Source: an optimization exercise on an open RTL-to-GDS flow (aim: small area, a short achievable clock period and few clock cycles per item). Production flows keep margins and buffers that such runs may drop.
Function was checked by simulation only, so behaviour that the tests miss may differ from the original.
Power and IR drop assume default switching activity.

==> flow/design.v <==
module profile_gen (
    input  wire        clk,
    input  wire        rst,           
    input  wire        cmd_valid,
    output wire        cmd_ready,
    input  wire        cmd_op,        
    input  wire [63:0] cmd_value,     
    input  wire [31:0] cmd_astep,     
    input  wire [31:0] cmd_vstep,     
    input  wire [5:0]  cmd_jerk_n,    
    output reg         res_valid,
    output wire [63:0] res_q,         
    output wire [63:0] res_u,         
    output wire [63:0] res_sp         
);
    function [6:0] blen;              
        input [32:0] x;
        integer i;
        begin
            blen = 7'd0;
            for (i = 0; i < 33; i = i + 1)
                if (x[i]) blen = i + 1;
        end
    endfunction
    function [75:0] csa38;            
        input [37:0] a, b, c;
        begin
            csa38 = {a ^ b ^ c, (a & b) | (a & c) | (b & c)};
        end
    endfunction
    function [66:0] add3;
        input [66:0] a, b, c;
        input        cin;
        reg   [66:0] s, cy;
        begin
            s     = a ^ b ^ c;
            cy    = (a & b) | (a & c) | (b & c);
            add3  = s + {cy[65:0], cin};
        end
    endfunction
    reg        cb_v;
    reg        cb_op;
    reg [63:0] cb_t;
    reg [31:0] cb_a;
    reg [31:0] cb_vl;
    reg [5:0]  cb_jn;
    reg        same_t;                
    wire take;
    assign cmd_ready = ~cb_v | take;
    reg [63:0]        q;
    reg signed [32:0] u;
    reg [31:0]        ac, vc;          
    reg               cvalid;
    reg [66:0]        ndth;            
    reg               dth_ex;          
    reg [66:0]        nth;             
    reg [33:0]        th_x;            
    reg               th_v, th_s, th_any;
    reg signed [41:0] ev;              
    reg               e_v, e_s;
    wire [66:0] tx = {{3{cb_t[63]}}, cb_t};
    wire [66:0] qx = {{3{q[63]}}, q};
    wire signed [64:0] dp    = {cb_t[63], cb_t} - {q[63], q};
    wire               dneg  = dp[64];
    wire               dzero = (cb_t == q);
    wire               dpos  = ~dneg & ~dzero;
    wire [66:0] fp = add3(tx, ~qx, ndth, 1'b1);        
    wire [66:0] fn = add3(qx, ~tx, ndth, 1'b1);        
    wire [66:0] tp = add3(tx, ~qx, nth, 1'b1);
    wire [66:0] tn = add3(qx, ~tx, nth, 1'b1);
    wire        far   = ~fp[66] | ~fn[66];
    wire        acc_f = (th_v & (th_any | th_s) & ~tp[66]) | (th_v & (th_any | ~th_s) & ~tn[66]);
    wire signed [33:0] sa    = $signed({2'b00, cb_a});
    wire signed [33:0] sv    = $signed({2'b00, cb_vl});
    wire signed [33:0] lo    = {u[32], u} - sa;
    wire signed [33:0] hi    = {u[32], u} + sa;
    wire signed [33:0] d34   = dp[33:0];
    wire [66:0] ax  = {35'd0, cb_a};
    wire [66:0] al  = add3(tx, ~qx, ax, 1'b1);         
    wire [66:0] ah  = add3(qx, ~tx, ax, 1'b1);         
    wire [37:0] ux  = {{5{u[32]}}, u};
    wire [75:0] bl1 = csa38(tx[37:0], ~qx[37:0], ~ux);
    wire [75:0] bl2 = csa38(bl1[75:38], {bl1[36:0], 1'b1}, ax[37:0]);
    wire [37:0] bl  = bl2[75:38] + {bl2[36:0], 1'b1};   
    wire [75:0] bh1 = csa38(qx[37:0], ~tx[37:0], ux);
    wire [75:0] bh2 = csa38(bh1[75:38], {bh1[36:0], 1'b1}, ax[37:0]);
    wire [37:0] bh  = bh2[75:38] + {bh2[36:0], 1'b0};   
    wire               arrival = ~al[66] & ~ah[66] & ~bl[37] & ~bh[37];
    wire               lo_pos = ~lo[33] & (lo != 34'sd0);
    wire               hi_neg = hi[33];
    wire               rev   = dpos ? (hi_neg | (hi == 34'sd0)) : ~lo[33];    
    wire               e_ok  = e_v & same_t & (e_s == dpos);
    wire               dec_f = e_ok & (dpos ? ~lo[33] : (hi_neg | (hi == 34'sd0))) & ev[41];
    wire               pv_lo = (sv < lo);
    wire               pv_hi = (sv > hi);
    wire               nv_lo = (-sv < lo);
    wire               nv_hi = (-sv > hi);
    wire hit = cvalid && (cb_a == ac) && (cb_vl == vc);
    localparam [3:0] E_IDLE = 4'd0, E_NABS = 4'd1, E_NMUL = 4'd2, E_NSQ = 4'd3,
                     E_NFIN = 4'd4, E_NCLP = 4'd5, E_NCOM = 4'd6, E_NCHK = 4'd7,
                     E_DMUL = 4'd8, E_DDIV = 4'd9, E_DFIN = 4'd10;
    reg [3:0]  es;
    reg [64:0] ead;                   
    reg        edpos;
    reg        npend;                 
    reg [71:0] acc;
    reg [37:0] rem;                   
    reg [35:0] root;
    reg [6:0]  cnt;
    reg        ew_w;                  
    reg        e_wtype;               
    wire signed [33:0] ews = acc[33:0];    
    wire signed [33:0] eun = rem[33:0];    
    wire        ismul   = (es == E_NMUL) | (es == E_DMUL);
    function [143:0] csa;             
        input [71:0] a, b, c;
        begin
            csa = {a ^ b ^ c, ((a & b) | (a & c) | (b & c)) << 1};
        end
    endfunction
    wire        mb1     = rem[31];
    wire        mb0     = rem[30];
    wire [71:0] mx      = (es == E_NMUL) ? {4'd0, ead, 3'b000} : {40'd0, vc};
    wire [143:0] cs1    = csa({acc[69:0], 2'b00}, mb1 ? {mx[70:0], 1'b0} : 72'd0, mb0 ? mx : 72'd0);
    wire [143:0] cs2    = csa(cs1[143:72], cs1[71:0], mb1 ? {39'd0, ac, 1'b0} : 72'd0);
    wire [143:0] cs3    = csa(cs2[143:72], cs2[71:0], mb0 ? {40'd0, ac} : 72'd0);
    wire        isabs   = (es == E_NABS);
    wire        ischk   = (es == E_NCHK);
    wire [71:0] eadd_a  = ismul ? cs3[143:72] : isabs ? ~{{7{ead[64]}}, ead} : ischk ? {7'd0, ead} : ~acc;
    wire [71:0] eadd_b  = ismul ? cs3[71:0] : isabs ? 72'd1 : ischk ? {{5{ndth[66]}}, ndth} : {71'd0, (rem == 38'd0)};
    wire [71:0] eadd    = eadd_a + eadd_b;
    reg         mfirst;               
    wire        ff_mul  = (rem[31:24] == 8'd0) & mfirst & (cnt >= 7'd8);
    wire        isdiv   = (es == E_DDIV);
    wire [42:0] t_r4    = isdiv ? {3'd0, rem, acc[71:70]} : {1'b0, rem, acc[71:68]};
    wire [42:0] t_y1    = isdiv ? {10'd0, ac, 1'b0} : {4'd0, root, 3'b001};
    wire [42:0] t_y2    = isdiv ? {9'd0, ac, 2'b00} : {3'd0, root, 4'b0100};
    wire [42:0] t_y3    = isdiv ? {10'd0, ac, 1'b0} : {4'd0, root, 3'b101};
    wire [42:0] t_d1    = t_r4 - t_y1;
    wire [42:0] t_d2    = t_r4 - t_y2;
    wire [85:0] t_c3    = {t_r4 ^ ~t_y2 ^ ~t_y3, (t_r4 & ~t_y2) | (t_r4 & ~t_y3) | (~t_y2 & ~t_y3)};
    wire [43:0] t_d3x   = {t_c3[85:43], 1'b1} + {t_c3[41:0], 2'b11};
    wire [42:0] t_d3    = t_d3x[43:1];
    wire [1:0]  t_dig   = ~t_d3[42] ? 2'd3 : ~t_d2[42] ? 2'd2 : ~t_d1[42] ? 2'd1 : 2'd0;
    wire [37:0] t_rem   = ~t_d3[42] ? t_d3[37:0] : ~t_d2[42] ? t_d2[37:0] : ~t_d1[42] ? t_d1[37:0] : t_r4[37:0];
    wire        ff_sq   = (root == 36'd0) && (acc[71:64] == 8'd0) && (cnt >= 7'd4);
    wire        ff_dv   = (rem == 38'd0) && (acc[71:64] == 8'd0) && (cnt >= 7'd8);
    wire [35:0]        wraw  = (root - {4'd0, ac}) >> 1;
    wire               wbig  = (wraw > {4'd0, vc});
    wire [33:0]        wm    = wbig ? {2'd0, vc} : wraw[33:0];
    wire               eodd  = root[0] ^ ac[0];
    wire [41:0]        e_sub = eodd ? {5'd0, root, 1'b1} : {4'd0, root, 2'b00} + 42'd4;
    wire signed [41:0] e_new = $signed({4'd0, rem}) + $signed({7'd0, ac, 3'b000}) - $signed(e_sub);
    wire signed [33:0] elo   = {u[32], u} - $signed({2'b00, ac});
    wire signed [33:0] ehi   = {u[32], u} + $signed({2'b00, ac});
    wire signed [33:0] eclp  = (ews < elo) ? elo : (ews > ehi) ? ehi : ews;
    wire               echk_far = ~eadd[71];
    reg  p0_v, p1_v, p2_v, p3_v, p4_v;
    reg  p5_v;
    reg  p0_i, p1_i, p2_i, p3_i, p4_i, p5_i;  
    wire init_fly = p0_i | p1_i | p2_i | p3_i | p4_i | p5_i;
    wire is_step     = cb_v & cb_op;
    wire is_init     = cb_v & ~cb_op;
    wire eng_near    = ((es != E_IDLE) & ~es[3]) | npend;
    wire take_step   = is_step & hit & ~eng_near;
    wire take_init   = is_init & ~init_fly & ~eng_near;
    assign take      = take_step | take_init;
    wire miss        = is_step & ~hit & ~eng_near;
    wire fastc       = arrival | dzero | rev | far | acc_f | dec_f;
    wire commit_fast = take_step & fastc;
    wire to_engine   = take_step & ~fastc;
    wire commit_eng  = (es == E_NCOM);
    wire commit_step = commit_fast | commit_eng;
    wire commit_init = take_init;
    wire s_t  = arrival;
    wire s_lo = (dzero ? lo_pos :
                            rev   ? ~dpos :
                            (far | acc_f) ? (dpos ? pv_lo : (nv_lo)) :
                            dpos);
    wire s_hi = (dzero ? ~lo_pos :
                            rev   ? dpos :
                            (far | acc_f) ? (dpos ? (~pv_lo & pv_hi) : (~nv_lo & nv_hi)) :
                            ~dpos);
    wire s_pv = ~dzero & ~rev & (far | acc_f) & dpos & ~pv_lo & ~pv_hi;
    wire s_nv = ~dzero & ~rev & (far | acc_f) & ~dpos & ~nv_lo & ~nv_hi;
    wire [63:0] c_a  = q + {{30{commit_eng ? eun[33] : 1'b0}}, commit_eng ? eun : {2'b00, cb_vl}};
    wire [63:0] c_b  = q - {32'd0, cb_vl};
    wire [63:0] c_lo = q + {{30{lo[33]}}, lo};
    wire [63:0] c_hi = q + {{30{hi[33]}}, hi};
    wire [63:0] q_r  = s_lo ? c_lo : s_hi ? c_hi : s_pv ? c_a : c_b;
    wire signed [33:0] un_r = s_lo ? lo : s_hi ? hi : s_pv ? sv : -sv;
    wire [63:0] q_n  = commit_eng ? c_a : s_t ? cb_t : q_r;
    wire signed [33:0] un_c = commit_eng ? eun : s_t ? d34 : un_r;
    wire        n_hi  = ~s_t & (dpos ? s_hi : s_lo);          
    wire        n_lo  = ~s_t & (dpos ? s_lo : s_hi);          
    wire        n_v   = ~s_t & (s_pv | s_nv);
    wire        th_ok = th_v & (th_any | (th_s == dpos));
    wire        xgev  = (th_x >= {2'd0, cb_vl});
    wire        u0_n  = s_t ? dzero : ((s_lo & (lo == 34'sd0)) | (s_hi & (hi == 34'sd0)));
    wire [34:0] th_xa = {1'b0, th_x} + {3'd0, cb_a};
    wire [6:0]  lv   = blen({1'b0, cb_vl});
    wire [6:0]  la   = blen({1'b0, cb_a});
    wire [6:0]  kexp = lv + ((lv > la) ? lv : la) + 7'd1 - la;
    wire [66:0] crude = 67'd1 << kexp;
    always @(posedge clk) begin
        if (rst) begin
            cb_v <= 1'b0;
        end else if (cmd_ready) begin
            cb_v <= cmd_valid;
        end
        if (cmd_ready & cmd_valid) begin
            cb_op  <= cmd_op;
            cb_t   <= cmd_value;
            cb_a   <= cmd_astep;
            cb_vl  <= cmd_vstep;
            cb_jn  <= cmd_jerk_n;
            same_t <= (cmd_value == cb_t);
        end
    end
    always @(posedge clk) begin
        if (rst) begin
            cvalid <= 1'b0;
            th_v   <= 1'b0;
            e_v    <= 1'b0;
            es     <= E_IDLE;
            npend  <= 1'b0;
        end else begin
            if (commit_init) begin
                q      <= cb_t;
                u      <= 33'sd0;
                th_v   <= 1'b1;
                th_any <= 1'b1;
                nth    <= -{35'd0, ac};
                th_x   <= {2'd0, ac};
                e_v    <= 1'b0;
            end else if (commit_step) begin
                q <= q_n;
                u <= un_c[32:0];
                if (commit_eng) begin
                    th_v   <= (eun == 34'sd0);
                    th_any <= 1'b1;
                    nth    <= -{35'd0, ac};
                    th_x   <= {2'd0, ac};
                    e_v    <= e_wtype;
                    e_s    <= edpos;
                end else begin
                    th_s   <= dpos;
                    if (u0_n) begin
                        th_v   <= 1'b1;
                        th_any <= 1'b1;
                        nth    <= -{35'd0, cb_a};
                        th_x   <= {2'd0, cb_a};
                    end else begin
                        th_v   <= th_ok & (n_hi | n_lo | (n_v & xgev));
                        th_any <= 1'b0;
                        if (n_hi) begin
                            nth  <= nth - {32'd0, th_xa};
                            th_x <= th_xa[33:0];
                        end
                    end
                    e_v <= e_ok & n_lo;
                    ev  <= ev + $signed({7'd0, cb_a, 3'b000});
                end
            end
            if (miss) begin
                ac     <= cb_a;
                vc     <= cb_vl;
                cvalid <= 1'b1;
                ndth   <= -crude;
                dth_ex <= 1'b0;
                th_v   <= (u == 33'sd0);
                th_any <= 1'b1;
                nth    <= -{35'd0, cb_a};
                th_x   <= {2'd0, cb_a};
                e_v    <= 1'b0;
            end
            if (miss) begin
                es    <= E_DMUL;
                npend <= 1'b0;
                acc   <= 72'd0;
                rem   <= {6'd0, cb_vl};
                cnt   <= 7'd32;
                mfirst <= 1'b1;
            end else begin
                if (take_step) begin
                    ead   <= dp;
                    edpos <= dpos;
                end
                if (to_engine) begin
                    if (es == E_IDLE)
                        es <= E_NABS;
                    else
                        npend <= 1'b1;           
                end
                case (es)
                    E_NABS: begin
                        if (ead[64]) ead <= eadd[64:0];
                        es  <= npend ? E_NCHK : E_NMUL;
                        acc <= 72'd0;
                        rem <= {6'd0, ac};
                        cnt <= 7'd32;
                        mfirst <= 1'b1;
                    end
                    E_NCHK: begin
                        npend <= 1'b0;
                        if (echk_far) begin
                            acc[33:0] <= edpos ? $signed({2'b00, vc}) : -$signed({2'b00, vc});
                            ew_w      <= 1'b0;
                            es        <= E_NCLP;
                        end else
                            es <= E_NMUL;
                    end
                    E_NMUL, E_DMUL: begin
                        if (ff_mul) begin
                            rem <= {rem[37:32], rem[23:0], 8'd0};
                            cnt <= cnt - 7'd8;
                        end else begin
                            mfirst <= 1'b0;
                            acc <= eadd;
                            rem <= {rem[37:32], rem[29:0], 2'b00};
                            cnt <= cnt - 7'd2;
                            if (cnt == 7'd2) begin
                                es   <= (es == E_NMUL) ? E_NSQ : E_DDIV;
                                rem  <= 38'd0;
                                root <= 36'd0;
                                cnt  <= (es == E_NMUL) ? 7'd36 : 7'd72;
                            end
                        end
                    end
                    E_NSQ: begin
                        if (ff_sq) begin
                            acc <= acc << 8;
                            cnt <= cnt - 7'd4;
                        end else begin
                            rem  <= t_rem;
                            root <= {root[33:0], t_dig};
                            acc  <= {acc[67:0], 4'd0};
                            cnt  <= cnt - 7'd2;
                            if (cnt == 7'd2) es <= E_NFIN;
                        end
                    end
                    E_NFIN: begin
                        acc[33:0] <= edpos ? $signed(wm) : -$signed(wm);
                        ew_w      <= ~wbig;
                        ev        <= e_new;
                        es        <= E_NCLP;
                    end
                    E_NCLP: begin
                        rem[33:0] <= eclp;
                        e_wtype   <= ew_w & (eclp == ews);
                        es        <= E_NCOM;
                    end
                    E_NCOM: begin
                        if (~dth_ex) begin
                            es  <= E_DMUL;
                            acc <= 72'd0;
                            rem <= {6'd0, vc};
                            cnt <= 7'd32;
                            mfirst <= 1'b1;
                        end else
                            es <= E_IDLE;
                    end
                    E_DDIV: begin
                        if (ff_dv) begin
                            acc <= acc << 8;
                            cnt <= cnt - 7'd8;
                        end else begin
                            rem <= t_rem;
                            acc <= {acc[69:0], t_dig};
                            cnt <= cnt - 7'd2;
                            if (cnt == 7'd2) es <= E_DFIN;
                        end
                    end
                    E_DFIN: begin
                        es     <= (npend | to_engine) ? E_NABS : E_IDLE;
                        ndth   <= eadd[66:0];       
                        dth_ex <= 1'b1;
                    end
                    default: if (!to_engine) es <= E_IDLE;
                endcase
            end
        end
    end
    reg [32:0] ring [0:31];
    reg [31:0] rvalid;
    reg [4:0]  ptr;
    reg [5:0]  jn;
    reg signed [32:0] p0_u, p0_old;
    reg signed [32:0] p1_u, p2_u, p3_u, p4_u;
    reg [5:0]   pj0, pj1, pj2, pj3, pj4;   
    reg [63:0]  pi;                    
    reg [37:0]  wsum;                  
    reg [4:0]   p2_r, p3_r;            
    reg [17:0]  p2_x, p3_x;            
    reg [15:0]  p2_wl, p3_wl, p4_wl;
    reg [17:0]  p4_q;                  
    reg [4:0]   p4_r;
    reg signed [49:0] qs;              
    reg [4:0]   rh;                    
    reg [15:0]  rl;
    reg signed [49:0] osp;             
    reg [63:0]  oq;
    reg signed [32:0] ou;
    reg  [4:0]  p0_ptr;
    reg         p0_w;                  
    wire [32:0] old_rd = (p0_w & (p0_ptr == ptr)) ? p0_u : rvalid[ptr] ? ring[ptr] : 33'd0;
    function [22:0] r4rows;            
        input [4:0]  r0;
        input [17:0] x0;               
        input [5:0]  dv;
        input integer n;
        reg   [4:0]  r;
        reg   [17:0] x;
        reg   [6:0]  t;
        reg   [7:0]  d1, d2, d3, m3;
        integer k;
        begin
            r = r0; x = x0;
            m3 = {2'b00, dv} + {1'b0, dv, 1'b0};
            for (k = 0; k < n; k = k + 1) begin
                t  = {r, x[17:16]};
                d1 = {1'b0, t} - {2'b00, dv};
                d2 = {1'b0, t} - {1'b0, dv, 1'b0};
                d3 = {1'b0, t} - m3;
                if (~d3[7])      begin r = d3[4:0]; x = {x[15:0], 2'd3}; end
                else if (~d2[7]) begin r = d2[4:0]; x = {x[15:0], 2'd2}; end
                else if (~d1[7]) begin r = d1[4:0]; x = {x[15:0], 2'd1}; end
                else             begin r = t[4:0];  x = {x[15:0], 2'd0}; end
            end
            r4rows = {r, x};
        end
    endfunction
    wire [22:0] row_b = r4rows({1'b0, wsum[37:34]}, wsum[33:16], pj1, 3);
    wire [22:0] row_c = r4rows(p2_r, p2_x, pj2, 3);
    wire [22:0] row_d = r4rows(p3_r, p3_x, pj3, 3);
    wire [21:0] r_init = pj4 * pi[15:0];
    wire        i_rge  = pi[15];
    wire        i_rtie = (pi[15:0] == 16'h8000);
    wire [49:0] i_q  = {{2{pi[63]}}, pi[63:16]};
    wire [16:0] lsum  = {1'b0, rl} + {1'b0, p4_wl};
    wire [5:0]  hsum  = {1'b0, rh} + {1'b0, p4_r} + {5'd0, lsum[16]};
    wire        hcar  = (hsum >= {1'b0, pj4});
    wire [5:0]  hnew  = hcar ? hsum - {1'b0, pj4} : hsum;
    wire [17:0] qa17  = {~p4_q[16], ~p4_q[16], p4_q[15:0]};      
    wire [17:0] qa2   = qa17 + {17'd0, hcar};
    wire [17:0] qa3   = qa17 + {16'd0, hcar, ~hcar};
    wire [6:0]  h2    = {hnew, lsum[15]};
    wire        rge   = (h2 >= {1'b0, pj4});
    wire        rtie  = (h2 == {1'b0, pj4}) & (lsum[14:0] == 15'd0);
    reg         p5_rge, p5_rtie;
    reg signed [32:0] p5_u;
    reg  [17:0] p5_qb, p5_qa;
    wire [49:0] f_ab  = p5_i ? 50'd0 : qs;
    wire [49:0] f_aa  = p5_i ? 50'd1 : qs;
    wire [49:0] f_bb  = p5_i ? i_q : {{32{p5_qb[17]}}, p5_qb};
    wire [49:0] f_ba  = p5_i ? i_q : {{32{p5_qa[17]}}, p5_qa};
    wire signed [49:0] qb = f_ab + f_bb;
    wire signed [49:0] qa = f_aa + f_ba;
    wire        p5_rnd = p5_rge & ~(p5_rtie & qb[49]);
    always @(posedge clk) begin
        if (rst) begin
            p0_v <= 1'b0; p1_v <= 1'b0; p2_v <= 1'b0; p3_v <= 1'b0; p4_v <= 1'b0; p5_v <= 1'b0;
            p0_i <= 1'b0; p1_i <= 1'b0; p2_i <= 1'b0; p3_i <= 1'b0; p4_i <= 1'b0; p5_i <= 1'b0;
            res_valid <= 1'b0;
        end else begin
            p0_v <= commit_step | commit_init;
            p1_v <= p0_v;
            p2_v <= p1_v;
            p3_v <= p2_v;
            p4_v <= p3_v;
            p5_v <= p4_v;
            p0_i <= commit_init;
            p1_i <= p0_i & p0_v;
            p2_i <= p1_i;
            p3_i <= p2_i;
            p4_i <= p3_i;
            p5_i <= p4_i & p4_v;
            res_valid <= p5_v;
        end
        if (rst)
            p0_w <= 1'b0;
        else
            p0_w <= commit_step;
        p0_ptr <= ptr;
        if (p0_w)
            ring[p0_ptr] <= p0_u;
        if (commit_init) begin
            rvalid <= 32'd0;
            ptr    <= 5'd0;
            jn     <= cb_jn;
        end else begin
            if (p0_w)
                rvalid[p0_ptr] <= 1'b1;
            if (commit_step)
                ptr <= ({1'b0, ptr} + 6'd1 == jn) ? 5'd0 : ptr + 5'd1;
        end
        p0_u   <= commit_init ? 33'sd0 : un_c[32:0];
        p0_old <= old_rd;
        pj0    <= commit_init ? cb_jn : jn;
        if (commit_init) pi <= cb_t;
        if (p0_v & p0_i)
            wsum <= {pj0, 32'd0};
        else if (p0_v)
            wsum <= wsum + {{5{p0_u[32]}}, p0_u} - {{5{p0_old[32]}}, p0_old};
        p1_u <= p0_u;
        pj1  <= pj0;
        pj2  <= pj1;
        pj3  <= pj2;
        pj4  <= pj3;
        p2_r  <= row_b[22:18];
        p2_x  <= row_b[17:0];
        p2_wl <= wsum[15:0];
        p2_u  <= p1_u;
        p3_r  <= row_c[22:18];
        p3_x  <= row_c[17:0];
        p3_wl <= p2_wl;
        p3_u  <= p2_u;
        p4_q  <= row_d[17:0];
        p4_r  <= row_d[22:18];
        p4_wl <= p3_wl;
        p4_u  <= p3_u;
        if (p4_v & p4_i) begin
            rh      <= r_init[20:16];
            rl      <= r_init[15:0];
            p5_rge  <= i_rge;
            p5_rtie <= i_rtie;
        end else if (p4_v) begin
            rh      <= hnew[4:0];
            rl      <= lsum[15:0];
            p5_rge  <= rge;
            p5_rtie <= rtie;
        end
        p5_u  <= p4_u;
        p5_qb <= qa2;
        p5_qa <= qa3;
        if (p5_v) begin
            qs  <= qb;
            osp <= p5_rnd ? qa : qb;
            oq  <= p5_i ? pi : oq + {{31{p5_u[32]}}, p5_u};
            ou  <= p5_i ? 33'sd0 : p5_u;
        end
    end
    assign res_q  = oq;
    assign res_u  = {{31{ou[32]}}, ou};
    assign res_sp = {{14{osp[49]}}, osp};
endmodule
==> flow/run.sh <==
#!/bin/bash
# synth_recipe.tcl (not shown) runs the flow's synth.tcl, then flattens the netlist and writes it again
# the make line also repeats each setting of config.mk as NAME=value (left out here)
make -C /OpenROAD-flow-scripts/flow DESIGN_CONFIG=/design/flow/config.mk WORK_HOME=/design/flow/orfs CLKGATE_MAP_FILE= SYNTH_SCRIPT=/design/flow/synth_recipe.tcl finish
==> flow/config.mk <==
export PLATFORM = sky130hd
export DESIGN_NAME = profile_gen
export DESIGN_NICKNAME = profile_gen
export VERILOG_FILES = /design/flow/design.v
export SDC_FILE = /design/flow/constraint.sdc
export NUM_CORES = 4
export LEC_CHECK = 0
export ABC_CLOCK_PERIOD_IN_PS = 6000
export CAP_MARGIN = 20
export CORE_MARGIN = 2
export CORE_UTILIZATION = 40
export PLACE_DENSITY = 0.6
export SETUP_SLACK_MARGIN = 5
export SLEW_MARGIN = 20
==> flow/constraint.sdc <==
create_clock -name core_clock -period 12.0 [get_ports {clk}]
set_input_delay 2.4000 -clock core_clock [delete_from_list [all_inputs] [get_ports {clk}]]
set_output_delay 2.4000 -clock core_clock [all_outputs]
set_load 0.01 [all_outputs]
==> impl_table.tex, run 1 <==
\begin{tabular}{lr}
\hline
Metric & Value \\
\hline
\multicolumn{2}{l}{\textbf{Place}} \\
\quad Number of buffers inserted by port buffering & roughly 330 \\
\quad Final weighted congestion in routability-driven placement & approximately 1.1 \\
\quad Total placed cells including tap cells & approximately 29k \\
\quad Half-perimeter wire length after placement & approximately 700 mm \\
\multicolumn{2}{l}{\textbf{Power and ir drop}} \\
\quad Peak VDD IR & about 0.00027 V \\
\quad Net switching power & between 0.015 and 0.02 W \\
\quad Portion of total power attributed to combinational logic & between 50\% and 60\% \\
\quad Standby leakage power & roughly 100 nW \\
\quad Clock share of power & 21.6\% \\
\quad PwrDens & 180 mW/mm2 \\
\quad Total design power & approximately 0.046 W \\
\quad Net switching fraction of the power & between 40\% and 50\% \\
\quad P\_int & 0.0267 W \\
\quad Sequential cell fraction of total power & a little over a quarter \\
\multicolumn{2}{l}{\textbf{Critical path}} \\
\quad Path type of the worst setup path & reg2reg \\
\quad Kind of launch point of the worst setup path & flop \\
\quad Critical path fanouts, max & 4 \\
\quad Total buffers and inverters traversed by the critical path & 7 \\
\quad Kind of cell adding the most delay to the critical path & compound AO/OA/AOI/OAI gates \\
\quad Kind of end point of the critical path & flop \\
\quad Longest individual stage delay on the worst path & around 0.38 ns \\
\quad Arrival time at the worst endpoint & 8.81 ns \\
\quad Cell type with the highest occurrence count on the critical path & sky130\_fd\_sc\_hd\_\_buf\_6 \\
\quad Critical Path Slowest Stage Cell & sky130\_fd\_sc\_hd\_\_edfxtp\_1 \\
\quad Required time at the endpoint of the critical path & about 13 ns \\
\multicolumn{2}{l}{\textbf{Global route}} \\
\quad Vias in the first global route & 171k \\
\quad Total congestion overflow & 0 \\
\quad Pin count of the biggest net entering global routing & 140 \\
\quad Global-route wire length before repair & around 1300 mm \\
\quad Global-route total usage across every layer & approximately 34\% \\
\quad Number of antenna violations at the first check in global routing & 98 \\
\multicolumn{2}{l}{\textbf{Timing}} \\
\quad Final setup viols & 0 \\
\quad WHS & 0.252 ns \\
\quad Unrepaired setup endpoints after global routing & true \\
\quad Worst Max-Slew Pin Slew & about 1.4 ns \\
\quad Number of pins with negative max-slew slack in the final report & 0 \\
\quad Worst clock skew on the final layout & 0.108 ns \\
\quad Fmax & roughly 120 MHz \\
\quad Final critical-path share of the clock period & roughly two thirds \\
\quad Worst-case headroom to the max-slew limit & under 10\% \\
\quad Number of failing hold endpoints at the final stage & 0 \\
\quad Final critical delay including setup and external delays & just over 8 ns \\
\quad Final setup TNS & 0 ns \\
\multicolumn{2}{l}{\textbf{Route}} \\
\quad Mean routed wirelength per cell & 32.0 um \\
\quad Iteration-0 DRC Markers & 24.0k \\
\quad Detailed-routing wirelength on met1 & between 300 and 400 mm \\
\quad Antenna Nets Post-Route & 0 \\
\quad Number of remaining DRC errors & 0 \\
\quad Count of TritonRoute iterations in the first routing pass & 10 \\
\quad WL final & slightly below 1000 mm \\
\quad Via-to-Cell Ratio & 6.16 \\
\quad Highest metal layer with signal wires & met5 \\
\quad Total via count in the routed design & $\sim$190k \\
\quad Met3 Routed Length & about 120 mm \\
\quad WL met2 & between 300 and 400 mm \\
\multicolumn{2}{l}{\textbf{Clock tree}} \\
\quad Clock transition at path regs & approximately 0.070 ns \\
\quad Cell at the root of the clock tree & sky130\_fd\_sc\_hd\_\_clkbuf\_16 \\
\quad Clock latency of the later-clocked register in the worst-skew pair & 1.03 ns \\
\quad CTS tree & built \\
\quad CTS buffer count & approximately 300 \\
\quad Hold buffers post-CTS & 0 \\
\quad Clock sink total & between 2k and 3k \\
\quad Largest buffer count on any clock path & 4 \\
\quad Number of H-tree branching levels & 5 \\
\multicolumn{2}{l}{\textbf{Cells and area}} \\
\quad Core utilization of the finished layout & between 40\% and 50\% \\
\quad Final net count & approximately 26k \\
\quad Reg area & slightly above 0.07 mm2 \\
\quad Layout-stage area growth over the synthesis result & 20.3\% \\
\quad Commonest cells after routing, fill and taps aside & 2082 x sky130\_fd\_sc\_hd\_\_edfxtp\_1, 2050 x sky130\_fd\_sc\_hd\_\_ha\_1, 2020 x sky130\_fd\_sc\_hd\_\_inv\_1 \\
\quad Share of final-layout standard cells stronger than drive strength 1 & between 10\% and 20\% \\
\quad Most common cell after layout, fill and taps aside & sky130\_fd\_sc\_hd\_\_edfxtp\_1 \\
\quad Post-Layout Cell Count & around 30k \\
\quad Multi-input combinational cell area & 0.137 mm2 \\
\quad Filler Cell Count & 48.7k \\
\multicolumn{2}{l}{\textbf{Logic synthesis}} \\
\quad Count of cell types in the netlist & around 100 \\
\quad Number of flops mapped to enable cells by yosys & roughly 2.1k \\
\quad Top\_reg\_cell synth & sky130\_fd\_sc\_hd\_\_edfxtp\_1 \\
\quad Proportion of synthesized chip area in sequential cells & between 30\% and 40\% \\
\quad Share of flip-flops with an asynchronous set or reset after synthesis & 0\% \\
\quad Synthesized instance count & 21.6k \\
\quad Yosys top cell by area & sky130\_fd\_sc\_hd\_\_edfxtp\_1 \\
\quad Netlist area before placement & 0.212 mm2 \\
\quad Synth area leaders & sky130\_fd\_sc\_hd\_\_edfxtp\_1 30\%, sky130\_fd\_sc\_hd\_\_ha\_1 13\%, sky130\_fd\_sc\_hd\_\_fa\_1 7.6\%, sky130\_fd\_sc\_hd\_\_dfxtp\_1 4.8\%, sky130\_fd\_sc\_hd\_\_inv\_1 3.7\% \\
\quad Syn. warnings & 1 \\
\quad Synthesized net count & about 25k \\
\quad Number of synthesized register bits & 2589 \\
\quad Share of the synthesized area in the top cell type & $\sim$30\% \\
\quad Mapped Avg Cell Area & $\sim$10 um2 \\
\multicolumn{2}{l}{\textbf{Floorplan}} \\
\quad Die Wd & approximately 730 um \\
\quad Core area & $\sim$0.53 mm2 \\
\quad Initial cell density of the core & around 40\% \\
\quad Full die area & approximately 0.54 mm2 \\
\quad Number of placement rows & roughly 270 \\
\quad Number of top-level pins & 332 \\
\quad Die Height & approximately 730 um \\
\multicolumn{2}{l}{\textbf{Outcome}} \\
\quad Result of the run & timing/DRC/antenna clean \\
\multicolumn{2}{l}{\textbf{Run}} \\
\quad Number of max-cap violations & 0 \\
\multicolumn{2}{l}{\textbf{Hold path}} \\
\quad Tightest Hold Check Type & reg2reg \\
\hline
\end{tabular}
==> power by group through the flow <==
stage          clock network (W)  registers, W  logic [W]
2_1_floorplan                  0        0.0123     0.0127
3_3_place_gp                   0        0.0123     0.0185
3_5_place_dp                   0        0.0123     0.0186
4_1_cts                  0.00996        0.0121     0.0205
5_1_grt                   0.0103        0.0122     0.0255
6_report                 0.00987        0.0121     0.0238
==> final timing paths <==
check	to	slack [ns]	cells past startpoint	start
worst min register to register	p3_wl[12]	0.25	0	p2_wl[12]
worst max register to register	acc[26]	3.90	36	ac[1]
worst max-delay path	acc[26]	3.90	36	ac[1]
worst min-delay path	p3_wl[12]	0.25	0	p2_wl[12]
==> per-stage QoR <==
stage	instance area [um2]	setup WS [ns]
floorplan	212000	4.60
global placement	226000	2.05
detailed placement	226000	2.03
CTS	245000	4.15
global route	255000	3.82
finish	255000	3.90
==> synth_stat cells, types with 216 or more instances <==
library cell	count
sky130_fd_sc_hd__mux2i_1	216
sky130_fd_sc_hd__xnor2_1	872
sky130_fd_sc_hd__nand2b_1	219
sky130_fd_sc_hd__xor2_1	522
sky130_fd_sc_hd__nand4_1	228
sky130_fd_sc_hd__a21oi_1	1507
sky130_fd_sc_hd__inv_1	2087
sky130_fd_sc_hd__o21ai_0	1348
sky130_fd_sc_hd__mux4_2	345
sky130_fd_sc_hd__fa_1	803
sky130_fd_sc_hd__nand3_1	353
sky130_fd_sc_hd__dfxtp_1	507
sky130_fd_sc_hd__nor2_1	1435
sky130_fd_sc_hd__a31oi_1	230
sky130_fd_sc_hd__a211oi_1	221
sky130_fd_sc_hd__clkbuf_1	746
sky130_fd_sc_hd__nor3_1	348
sky130_fd_sc_hd__edfxtp_1	2082
sky130_fd_sc_hd__o21a_1	220
sky130_fd_sc_hd__nand2_1	1631
sky130_fd_sc_hd__ha_1	2139
sky130_fd_sc_hd__nor2b_1	343
sky130_fd_sc_hd__a21o_1	698
==> sequential cells by signal, summed over array words and instances, names as in the netlist, 50 cells and up, named ones only <==
name and count:
qs 50, cb_t 64, pi 64, nth 67
ring 1056, ead 65, ndth 67, q 64
acc 72, osp 50, oq 64
==> per-layer routing <==
metal	track usage, %	vias up
li1	-	80602
met1	45.2	91248
met2	47.7	11098
met3	10.4	2495
met4	21.5	60
met5	0.347	-
==> area by class of cell <==
cell class                      count  area share (%)
Clock buffer                      387            3.30
Inverter                         2093            3.15
Sequential cell                  2589            28.5
Clock inverter                    173           0.744
Timing Repair Buffer             1776            7.15
Antenna cell                       75          0.0736
Tap cell                         6994            3.43
Multi-Input combinational cell  16044            53.6
==> cells by family (layout without fill, tap and decap cells) <==
| logic type | Yosys count | after routing | share of synthesized area (%) |
|---|---|---|---|
| other | 0 | 75 | 0 |
| AND/OR/NAND/NOR | 5343 | 5348 | 11.9 |
| multiplexers | 662 | 662 | 5.23 |
| adder cells (fa/ha/maj) | 2942 | 2942 | 20.2 |
| XOR/XNOR | 1394 | 1395 | 5.76 |
| AO/OA/AOI/OAI | 5683 | 5697 | 17.2 |
| buffers and inverters | 2997 | 4429 | 5.41 |
| flip-flops | 2589 | 2589 | 34.3 |
==> what timing repair did <==
| item | in CTS | in global routing |
|---|---|---|
| gates cloned | 46 | 60 |
| pin swaps | 306 | 484 |
| buffers inserted | 476 | 321 |
| gates resized for setup | 1023 | 1246 |
| setup endpoints to repair | 820 | 710 |
Testbench counts, summed over its fixed seeds: cycles 4,066, items 2,928.
==> run 2, diff against run 1 <==
--- a/flow/design.v
+++ b/flow/design.v
@@ -29,4 +29,23 @@
         end
     endfunction
+    function [35:0] add36;            
+        input [35:0] a, b, c;
+        input        cin;
+        reg   [35:0] sm, cy;
+        begin
+            sm    = a ^ b ^ c;
+            cy    = (a & b) | (a & c) | (b & c);
+            add36 = sm + {cy[34:0], cin};
+        end
+    endfunction
+    function sum0;                    
+        input [33:0] a, b;
+        reg   [33:0] x, o;
+        begin
+            x    = a ^ b;
+            o    = a | b;
+            sum0 = (x == {o[32:0], 1'b0});
+        end
+    endfunction
     function [66:0] add3;
         input [66:0] a, b, c;
@@ -87,19 +106,32 @@
     wire [37:0] bh  = bh2[75:38] + {bh2[36:0], 1'b0};   
     wire               arrival = ~al[66] & ~ah[66] & ~bl[37] & ~bh[37];
-    wire               lo_pos = ~lo[33] & (lo != 34'sd0);
-    wire               hi_neg = hi[33];
-    wire               rev   = dpos ? (hi_neg | (hi == 34'sd0)) : ~lo[33];    
+    wire [35:0] u36  = {{3{u[32]}}, u};
+    wire [35:0] a36  = {4'd0, cb_a};
+    wire [35:0] v36  = {4'd0, cb_vl};
+    wire [35:0] s_hle = add36(u36, a36, 36'hfffffffff, 1'b0);    
+    wire        hi_le0 = s_hle[35];                              
+    wire        lo_ge0 = ($signed(u) >= $signed({1'b0, cb_a}));   
+    wire        lo_pos = ($signed(u) >  $signed({1'b0, cb_a}));   
+    wire        lo_z   = (u == {1'b0, cb_a});
+    wire        hi_z   = sum0(u36[33:0], a36[33:0]);             
+    wire               rev   = dpos ? hi_le0 : lo_ge0;           
     wire               e_ok  = e_v & same_t & (e_s == dpos);
-    wire               dec_f = e_ok & (dpos ? ~lo[33] : (hi_neg | (hi == 34'sd0))) & ev[41];
-    wire               pv_lo = (sv < lo);
-    wire               pv_hi = (sv > hi);
-    wire               nv_lo = (-sv < lo);
-    wire               nv_hi = (-sv > hi);
+    wire               dec_f = e_ok & (dpos ? lo_ge0 : hi_le0) & ev[41];
+    wire [35:0] s_pvl = add36(v36, a36, ~u36, 1'b1);            
+    wire [35:0] s_pvh = add36(u36, a36, ~v36, 1'b1);            
+    wire [35:0] s_nvl = add36(u36, v36, ~a36, 1'b0);            
+    wire [35:0] s_nvh = add36(u36, a36, v36, 1'b0);             
+    wire               pv_lo = s_pvl[35];                        
+    wire               pv_hi = s_pvh[35];                        
+    wire               nv_lo = ~s_nvl[35];                       
+    wire               nv_hi = s_nvh[35];                        
     wire hit = cvalid && (cb_a == ac) && (cb_vl == vc);
     localparam [3:0] E_IDLE = 4'd0, E_NABS = 4'd1, E_NMUL = 4'd2, E_NSQ = 4'd3,
-                     E_NFIN = 4'd4, E_NCLP = 4'd5, E_NCOM = 4'd6, E_NCHK = 4'd7,
-                     E_DMUL = 4'd8, E_DDIV = 4'd9, E_DFIN = 4'd10;
+                     E_NFIN = 4'd4, E_NM   = 4'd5, E_NCOM = 4'd6, E_NCHK = 4'd7,
+                     E_DMUL = 4'd8, E_DDIV = 4'd9, E_DFIN = 4'd10, E_DNZ = 4'd11,
+                     E_NCLP = 4'd12;
     reg [3:0]  es;
-    reg [64:0] ead;                   
+    reg [67:0] ead;                   
+    reg        nzq;                   
     reg        edpos;
     reg        npend;                 
@@ -109,7 +141,5 @@
     reg [6:0]  cnt;
     reg        ew_w;                  
-    reg        e_wtype;               
     wire signed [33:0] ews = acc[33:0];    
-    wire signed [33:0] eun = rem[33:0];    
     wire        ismul   = (es == E_NMUL) | (es == E_DMUL);
     function [143:0] csa;             
@@ -121,12 +151,18 @@
     wire        mb1     = rem[31];
     wire        mb0     = rem[30];
-    wire [71:0] mx      = (es == E_NMUL) ? {4'd0, ead, 3'b000} : {40'd0, vc};
+    reg  [32:0] vpa;                  
+    wire [71:0] mx      = (es == E_NMUL) ? {4'd0, ead} : {39'd0, vpa};
     wire [143:0] cs1    = csa({acc[69:0], 2'b00}, mb1 ? {mx[70:0], 1'b0} : 72'd0, mb0 ? mx : 72'd0);
-    wire [143:0] cs2    = csa(cs1[143:72], cs1[71:0], mb1 ? {39'd0, ac, 1'b0} : 72'd0);
-    wire [143:0] cs3    = csa(cs2[143:72], cs2[71:0], mb0 ? {40'd0, ac} : 72'd0);
     wire        isabs   = (es == E_NABS);
     wire        ischk   = (es == E_NCHK);
-    wire [71:0] eadd_a  = ismul ? cs3[143:72] : isabs ? ~{{7{ead[64]}}, ead} : ischk ? {7'd0, ead} : ~acc;
-    wire [71:0] eadd_b  = ismul ? cs3[71:0] : isabs ? 72'd1 : ischk ? {{5{ndth[66]}}, ndth} : {71'd0, (rem == 38'd0)};
+    wire        isnm    = (es == E_NM);
+    wire        dn_e    = ead[64];
+    wire [71:0] ab_a    = npend ? (dn_e ? ~{7'h7f, ead[64:0]} : {7'd0, ead[64:0]})
+                                : {4'd0, dn_e ? ~ead[64:0] : ead[64:0], 3'b000};
+    wire [71:0] ab_b    = npend ? {71'd0, dn_e} : {40'd0, dn_e ? {ac[31:3] + 29'd1, ac[2:0]} : ac};
+    wire [71:0] eadd_a  = ismul ? cs1[143:72] : isabs ? ab_a : ischk ? {4'd0, ead} :
+                          isnm ? {1'b0, ead, 3'b000} : ~acc;
+    wire [71:0] eadd_b  = ismul ? cs1[71:0] : isabs ? ab_b : ischk ? {{5{ndth[66]}}, ndth} :
+                          isnm ? {40'd0, ac} : {71'd0, ~nzq};
     wire [71:0] eadd    = eadd_a + eadd_b;
     reg         mfirst;               
@@ -154,5 +190,9 @@
     wire signed [33:0] elo   = {u[32], u} - $signed({2'b00, ac});
     wire signed [33:0] ehi   = {u[32], u} + $signed({2'b00, ac});
-    wire signed [33:0] eclp  = (ews < elo) ? elo : (ews > ehi) ? ehi : ews;
+    wire               e_blo = (ews < elo);
+    wire               e_bhi = (ews > ehi);
+    wire signed [33:0] eclp  = e_blo ? elo : e_bhi ? ehi : ews;
+    reg  signed [33:0] eun;           
+    reg                e_wtype;       
     wire               echk_far = ~eadd[71];
     reg  p0_v, p1_v, p2_v, p3_v, p4_v;
@@ -162,5 +202,5 @@
     wire is_step     = cb_v & cb_op;
     wire is_init     = cb_v & ~cb_op;
-    wire eng_near    = ((es != E_IDLE) & ~es[3]) | npend;
+    wire eng_near    = ((es != E_IDLE) & (es[3:2] != 2'b10)) | npend;
     wire take_step   = is_step & hit & ~eng_near;
     wire take_init   = is_init & ~init_fly & ~eng_near;
@@ -186,6 +226,8 @@
     wire [63:0] c_a  = q + {{30{commit_eng ? eun[33] : 1'b0}}, commit_eng ? eun : {2'b00, cb_vl}};
     wire [63:0] c_b  = q - {32'd0, cb_vl};
-    wire [63:0] c_lo = q + {{30{lo[33]}}, lo};
-    wire [63:0] c_hi = q + {{30{hi[33]}}, hi};
+    wire [66:0] c_lo3 = add3(qx, {{34{u[32]}}, u}, ~{35'd0, cb_a}, 1'b1);
+    wire [66:0] c_hi3 = add3(qx, {{34{u[32]}}, u}, {35'd0, cb_a}, 1'b0);
+    wire [63:0] c_lo = c_lo3[63:0];
+    wire [63:0] c_hi = c_hi3[63:0];
     wire [63:0] q_r  = s_lo ? c_lo : s_hi ? c_hi : s_pv ? c_a : c_b;
     wire signed [33:0] un_r = s_lo ? lo : s_hi ? hi : s_pv ? sv : -sv;
@@ -197,5 +239,5 @@
     wire        th_ok = th_v & (th_any | (th_s == dpos));
     wire        xgev  = (th_x >= {2'd0, cb_vl});
-    wire        u0_n  = s_t ? dzero : ((s_lo & (lo == 34'sd0)) | (s_hi & (hi == 34'sd0)));
+    wire        u0_n  = s_t ? dzero : ((s_lo & lo_z) | (s_hi & hi_z));
     wire [34:0] th_xa = {1'b0, th_x} + {3'd0, cb_a};
     wire [6:0]  lv   = blen({1'b0, cb_vl});
@@ -266,4 +308,5 @@
                 ac     <= cb_a;
                 vc     <= cb_vl;
+                vpa    <= {1'b0, cb_vl} + {1'b0, cb_a};
                 cvalid <= 1'b1;
                 ndth   <= -crude;
@@ -284,5 +327,5 @@
             end else begin
                 if (take_step) begin
-                    ead   <= dp;
+                    ead   <= {3'd0, dp};
                     edpos <= dpos;
                 end
@@ -295,5 +338,5 @@
                 case (es)
                     E_NABS: begin
-                        if (ead[64]) ead <= eadd[64:0];
+                        ead <= eadd[67:0];
                         es  <= npend ? E_NCHK : E_NMUL;
                         acc <= 72'd0;
@@ -302,12 +345,14 @@
                         mfirst <= 1'b1;
                     end
+                    E_NM: begin
+                        ead <= eadd[67:0];
+                        acc <= 72'd0;
+                        es  <= E_NMUL;
+                    end
                     E_NCHK: begin
-                        npend <= 1'b0;
-                        if (echk_far) begin
-                            acc[33:0] <= edpos ? $signed({2'b00, vc}) : -$signed({2'b00, vc});
-                            ew_w      <= 1'b0;
-                            es        <= E_NCLP;
-                        end else
-                            es <= E_NMUL;
+                        npend     <= 1'b0;
+                        acc[33:0] <= edpos ? $signed({2'b00, vc}) : -$signed({2'b00, vc});
+                        ew_w      <= 1'b0;
+                        es        <= echk_far ? E_NCLP : E_NM;
                     end
                     E_NMUL, E_DMUL: begin
@@ -340,4 +385,9 @@
                         end
                     end
+                    E_NCLP: begin
+                        eun     <= eclp;
+                        e_wtype <= ew_w & ~e_blo & ~e_bhi;
+                        es      <= E_NCOM;
+                    end
                     E_NFIN: begin
                         acc[33:0] <= edpos ? $signed(wm) : -$signed(wm);
@@ -346,9 +396,4 @@
                         es        <= E_NCLP;
                     end
-                    E_NCLP: begin
-                        rem[33:0] <= eclp;
-                        e_wtype   <= ew_w & (eclp == ews);
-                        es        <= E_NCOM;
-                    end
                     E_NCOM: begin
                         if (~dth_ex) begin
@@ -369,7 +414,11 @@
                             acc <= {acc[69:0], t_dig};
                             cnt <= cnt - 7'd2;
-                            if (cnt == 7'd2) es <= E_DFIN;
+                            if (cnt == 7'd2) es <= E_DNZ;
                         end
                     end
+                    E_DNZ: begin
+                        nzq <= (rem != 38'd0);
+                        es  <= E_DFIN;
+                    end
                     E_DFIN: begin
                         es     <= (npend | to_engine) ? E_NABS : E_IDLE;
@@ -404,5 +453,12 @@
     reg  [4:0]  p0_ptr;
     reg         p0_w;                  
-    wire [32:0] old_rd = (p0_w & (p0_ptr == ptr)) ? p0_u : rvalid[ptr] ? ring[ptr] : 33'd0;
+    reg  [32:0] ring_rd;
+    integer ri;
+    always @(*) begin
+        ring_rd = 33'd0;
+        for (ri = 0; ri < 32; ri = ri + 1)
+            ring_rd = ring_rd | (ring[ri] & {33{rvalid[ri] & (ptr == ri)}});
+    end
+    wire [32:0] old_rd = (p0_w & (p0_ptr == ptr)) ? p0_u : ring_rd;
     function [22:0] r4rows;            
         input [4:0]  r0;
@@ -445,8 +501,8 @@
     wire [17:0] qa2   = qa17 + {17'd0, hcar};
     wire [17:0] qa3   = qa17 + {16'd0, hcar, ~hcar};
-    wire [6:0]  h2    = {hnew, lsum[15]};
-    wire        rge   = (h2 >= {1'b0, pj4});
-    wire        rtie  = (h2 == {1'b0, pj4}) & (lsum[14:0] == 15'd0);
-    reg         p5_rge, p5_rtie;
+    reg  [5:0]  pj5;
+    wire [6:0]  h2    = {1'b0, rh, rl[15]};                     
+    wire        p5_rge  = (h2 >= {1'b0, pj5});
+    wire        p5_rtie = (h2 == {1'b0, pj5}) & (rl[14:0] == 15'd0);
     reg signed [32:0] p5_u;
     reg  [17:0] p5_qb, p5_qa;
@@ -523,12 +579,9 @@
             rh      <= r_init[20:16];
             rl      <= r_init[15:0];
-            p5_rge  <= i_rge;
-            p5_rtie <= i_rtie;
         end else if (p4_v) begin
             rh      <= hnew[4:0];
             rl      <= lsum[15:0];
-            p5_rge  <= rge;
-            p5_rtie <= rtie;
         end
+        pj5 <= pj4;
         p5_u  <= p4_u;
         p5_qb <= qa2;
==> impl_table.tex, run 2 <==
\begin{tabular}{lr}
\hline
Metric & Value \\
\hline
\multicolumn{2}{l}{\textbf{Outcome}} \\
\quad Result of the run & timing/DRC/antenna clean \\
\multicolumn{2}{l}{\textbf{Clock tree}} \\
\quad CTS buffer count & 318 (+3.6\%) \\
\quad Largest buffer count on any clock path & 4 (unchanged) \\
\quad Clock latency of the later-clocked register in the worst-skew pair & 1.03 ns (about the same) \\
\quad Cell at the root of the clock tree & sky130\_fd\_sc\_hd\_\_clkbuf\_16 \\
\quad Number of H-tree branching levels & 5 (unchanged) \\
\quad CTS tree & built \\
\quad Clock transition at path regs & 0.07 ns (about the same) \\
\quad Clock sink total & 2659 (+2.7\%) \\
\multicolumn{2}{l}{\textbf{Cells and area}} \\
\quad Cell area after layout & 0.250 mm2 (-1.8\%) \\
\quad Commonest cells after routing, fill and taps aside & 2231 x sky130\_fd\_sc\_hd\_\_ha\_1, 2184 x sky130\_fd\_sc\_hd\_\_inv\_1, 2151 x sky130\_fd\_sc\_hd\_\_edfxtp\_1 \\
\quad Registers with the most flip-flops & ring x1056, acc x72, ead x68 \\
\quad Share of final-layout standard cells stronger than drive strength 1 & 10.8\% (-5.6 points) \\
\quad Register containing the most flip-flops in the final layout & ring \\
\quad Post-Layout Cell Count & 30.8k (+2.3\%) \\
\quad Layout-stage area growth over the synthesis result & 15.9\% \\
\quad Filler Cell Count & 51.1k (+4.9\%) \\
\quad Most common cell after layout, fill and taps aside & sky130\_fd\_sc\_hd\_\_ha\_1 \\
\quad Max reg flops & 1056 (unchanged) \\
\quad Final net count & 26.6k (+2.9\%) \\
\multicolumn{2}{l}{\textbf{Logic synthesis}} \\
\quad Synthesized instance count & 22.4k (+3.8\%) \\
\quad Netlist area before placement & 0.216 mm2 (+2.0\%) \\
\quad Number of flops mapped to enable cells by yosys & 2151 (+3.3\%) \\
\quad Share of flip-flops with an asynchronous set or reset after synthesis & 0\% (unchanged) \\
\quad Mapped Avg Cell Area & 9.64 um2 (-1.7\%) \\
\quad Number of synthesized register bits & 2659 (+2.7\%) \\
\quad Synth area leaders & sky130\_fd\_sc\_hd\_\_edfxtp\_1 30\%, sky130\_fd\_sc\_hd\_\_ha\_1 13\%, sky130\_fd\_sc\_hd\_\_fa\_1 8.7\%, sky130\_fd\_sc\_hd\_\_dfxtp\_1 4.7\%, sky130\_fd\_sc\_hd\_\_inv\_1 3.9\% \\
\quad Top\_reg\_cell synth & sky130\_fd\_sc\_hd\_\_edfxtp\_1 \\
\quad Proportion of synthesized chip area in sequential cells & 34.6\% (+0.30 points) \\
\quad Count of cell types in the netlist & 111 (+8.8\%) \\
\quad Syn. warnings & 1 (unchanged) \\
\quad Share of the synthesized area in the top cell type & 29.9\% (+0.39 points) \\
\quad Yosys top cell by area & sky130\_fd\_sc\_hd\_\_edfxtp\_1 \\
\quad Synthesized net count & 25.8k (+4.3\%) \\
\quad Most numerous cell in the Yosys netlist & sky130\_fd\_sc\_hd\_\_ha\_1 \\
\quad Commonest cells post-synth & 2257 x sky130\_fd\_sc\_hd\_\_ha\_1, 2256 x sky130\_fd\_sc\_hd\_\_inv\_1, 2151 x sky130\_fd\_sc\_hd\_\_edfxtp\_1 \\
\multicolumn{2}{l}{\textbf{Floorplan}} \\
\quad Number of top-level pins & 332 (unchanged) \\
\quad Number of placement rows & 269 (+0.75\%) \\
\quad Die Height & 739 um (+0.98\%) \\
\quad Full die area & 0.546 mm2 (+2.0\%) \\
\quad Initial cell density of the core & 40.2\% (+0.11 points) \\
\quad Core area & 0.537 mm2 (+1.7\%) \\
\quad Die Wd & 739 um (+0.98\%) \\
\multicolumn{2}{l}{\textbf{Route}} \\
\quad Total via count in the routed design & 193k (+4.2\%) \\
\quad Iteration-0 DRC Markers & 28.2k (+17\%) \\
\quad Number of remaining DRC errors & 0 (unchanged) \\
\quad Antenna Nets Post-Route & 0 (unchanged) \\
\quad WL final & 1080 mm (+12\%) \\
\quad Via-to-Cell Ratio & 6.27 (+1.9\%) \\
\quad Count of TritonRoute iterations in the first routing pass & 10 (unchanged) \\
\quad Mean routed wirelength per cell & 35.1 um (+9.4\%) \\
\multicolumn{2}{l}{\textbf{Critical path}} \\
\quad Kind of launch point of the worst setup path & flop \\
\quad Longest individual stage delay on the worst path & 0.46 ns (+0.08 ns) \\
\quad Required time at the endpoint of the critical path & 12.72 ns (about the same) \\
\quad Path type of the worst setup path & reg2reg \\
\quad Critical Path Slowest Stage Cell & sky130\_fd\_sc\_hd\_\_ha\_1 \\
\quad Critical path fanouts, max & 9 (+5) \\
\quad Arrival time at the worst endpoint & 7.99 ns (-0.82 ns) \\
\quad Kind of end point of the critical path & flop \\
\multicolumn{2}{l}{\textbf{Place}} \\
\quad Number of buffers inserted by port buffering & 331 (unchanged) \\
\quad Half-perimeter wire length after placement & 815 mm (+14\%) \\
\quad Setup slack at placement & 2.75 ns (+0.711 ns) \\
\quad Final weighted congestion in routability-driven placement & 1.05 (-1.3\%) \\
\quad Total placed cells including tap cells & 29.7k (+3.9\%) \\
\quad Cell Area, Placed & 0.231 mm2 (+2.4\%) \\
\multicolumn{2}{l}{\textbf{Hold path}} \\
\quad Tightest Hold Check Type & reg2reg \\
\multicolumn{2}{l}{\textbf{Global route}} \\
\quad Total congestion overflow & 0 (unchanged) \\
\quad Vias in the first global route & 180k (+5.5\%) \\
\quad Global-route wire length before repair & 1460 mm (+12\%) \\
\quad Pin count of the biggest net entering global routing & 121 (-14\%) \\
\quad Number of antenna violations at the first check in global routing & 141 (+44\%) \\
\quad Global-route total usage across every layer & 37.9\% (+4.0 points) \\
\multicolumn{2}{l}{\textbf{Timing}} \\
\quad Worst-case headroom to the max-slew limit & 11.5\% (+7.5 points) \\
\quad Number of pins with negative max-slew slack in the final report & 0 (unchanged) \\
\quad Worst clock skew on the final layout & 0.0897 ns (-0.0181 ns) \\
\quad Final critical-path share of the clock period & 60.6\% (-6.9 points) \\
\quad Fmax & 138 MHz (+11\%) \\
\quad Final setup TNS & 0 ns (unchanged) \\
\quad Number of failing hold endpoints at the final stage & 0 (unchanged) \\
\quad Worst Max-Slew Pin Slew & 1.32 ns (-0.105 ns) \\
\quad Final critical delay including setup and external delays & 7.27 ns (-0.829 ns) \\
\quad Final setup viols & 0 (unchanged) \\
\quad Unrepaired setup endpoints after global routing & true \\
\quad Final worst slack & 4.73 ns (+0.829 ns) \\
\multicolumn{2}{l}{\textbf{Power and ir drop}} \\
\quad Standby leakage power & 103 nW (-1.7\%) \\
\quad PwrDens & 178 mW/mm2 (-0.72\%) \\
\quad Total design power & 0.0446 W (-2.5\%) \\
\quad Peak VDD IR & 0.000250 V (-7.8\%) \\
\multicolumn{2}{l}{\textbf{Run}} \\
\quad Number of max-cap violations & 0 (unchanged) \\
\hline
\end{tabular}
[run 2: cell types whose count changed after synthesis, sizes merged, moves of 104 or more]
cell   before   now
a22oi      78   520
mux4      345     3
inv      2088  2257
o22ai      93   231
fa        803   935
ha       2139  2257
a21oi    1510  1624
a21o      698   593
nand4     228   332
[run 2: kinds of logic after synthesis]
group           Yosys count  synth area share, %
compound gates         6239                 18.8
xor+xnor               1464                 5.94
fa+ha+maj              3192                 21.7
buf+inv                3168                 5.63
flops                  2659                 34.6
mux                     273                 1.30
simple gates           5426                 12.0
[run 2: final timing paths]
check	depth (start not counted)	slack, ns	to	from
worst max-delay path	29	4.73	ndth[48]	cb_a[16]
worst min-delay path	0	0.32	p3_x[17]	p2_x[11]
worst max register to register	29	4.73	ndth[48]	cb_a[16]
worst min register to register	0	0.32	p3_x[17]	p2_x[11]
[run 2: per-stage QoR]
stage / utilization [%] / hold WS, ns
final: 46.6 / 0.316
after global routing: 46.6 / 0.284
after CTS: 45.8 / 0.305
after detailed placement: 43.0 / 0.312
after global placement: 43.0 / 0.310
after floorplan: - / 0.310
[run 2: per-layer routing]
metal	part of all wire, %	GRT usage, %
met1	39	50.1
met2	41	54.8
met3	12	10.7
met4	7.6	23.3
met5	0.036	0.00874
[run 2: final cells by class]
| cell class | instances | area [um2] | area share [%] |
|---|---|---|---|
| multi-input cells | 16607 | 134000 | 53.5 |
| flip-flops and latches | 2659 | 74800 | 29.9 |
| repair buffers | 1448 | 13000 | 5.20 |
| well taps | 7181 | 8980 | 3.59 |
| inverters | 2268 | 8720 | 3.49 |
| clock buffers | 394 | 8610 | 3.44 |
| clock inverters | 189 | 2090 | 0.835 |
| diodes | 64 | 160 | 0.0640 |
[run 2: timing repair]
item                                    4_1_cts  5_1_grt
gates cloned                                  9       11
pin swaps                                   116      125
endpoints found under the setup margin      787      650
hold buffers                                  0        0
resized for setup                           483      475
buffers inserted                            224      223
[run 2: critical path, delay by kind of cell, from the launching register on]
kind | cells | cell delay, ns
DFF | 1 | 0.37
AOI/OAI and AO/OA | 12 | 2.45
muxes | 1 | 0.24
buffers and inverters | 5 | 1.09
adders and majority gates | 3 | 0.99
and+or+nand+nor | 7 | 1.63
xor gates and xnor gates | 1 | 0.15
[run 2: power by group]
group | total (W) | internal (W) | leakage (nW) | switching [W]
Sequential | 0.0125 | 0.0117 | 24.0 | 0.000723
Clock | 0.0103 | 0.00582 | 5.24 | 0.00444
Combinational | 0.0219 | 0.00823 | 73.3 | 0.0137
Testbench counts of run 2, summed over its fixed seeds: cycles 4,088, items 2,928.

## port drivers added, routing unchanged
The results above use ideal ports. As a check the final layouts listed here were re-extracted and re-timed, cells and wires unchanged. Step 1 assumes that a clkbuf_16 drives the clock port and a buf_2 every other input. Step 2, shift: input delay + t, output delay - t, t = (earliest + latest rising clock arrival at the registers) / 2. This alone moves slack from input paths to output paths. a / b / c = no drivers / after step 1 / after step 2; a / b = the first two.
run	t (ns)	setup slack, ns	latest minus earliest clock arrival (ns)	slew at the worst register clock pin (ns)	worst data-port slew with drivers (ns)
run 1	1.099	3.903 / 3.903 / 3.903	0.109 / 0.109	0.07 / 0.07	0.21
run 2	1.106	4.733 / 4.733 / 4.733	0.089 / 0.090	0.08 / 0.08	0.30
After both steps every run listed still meets setup and hold.
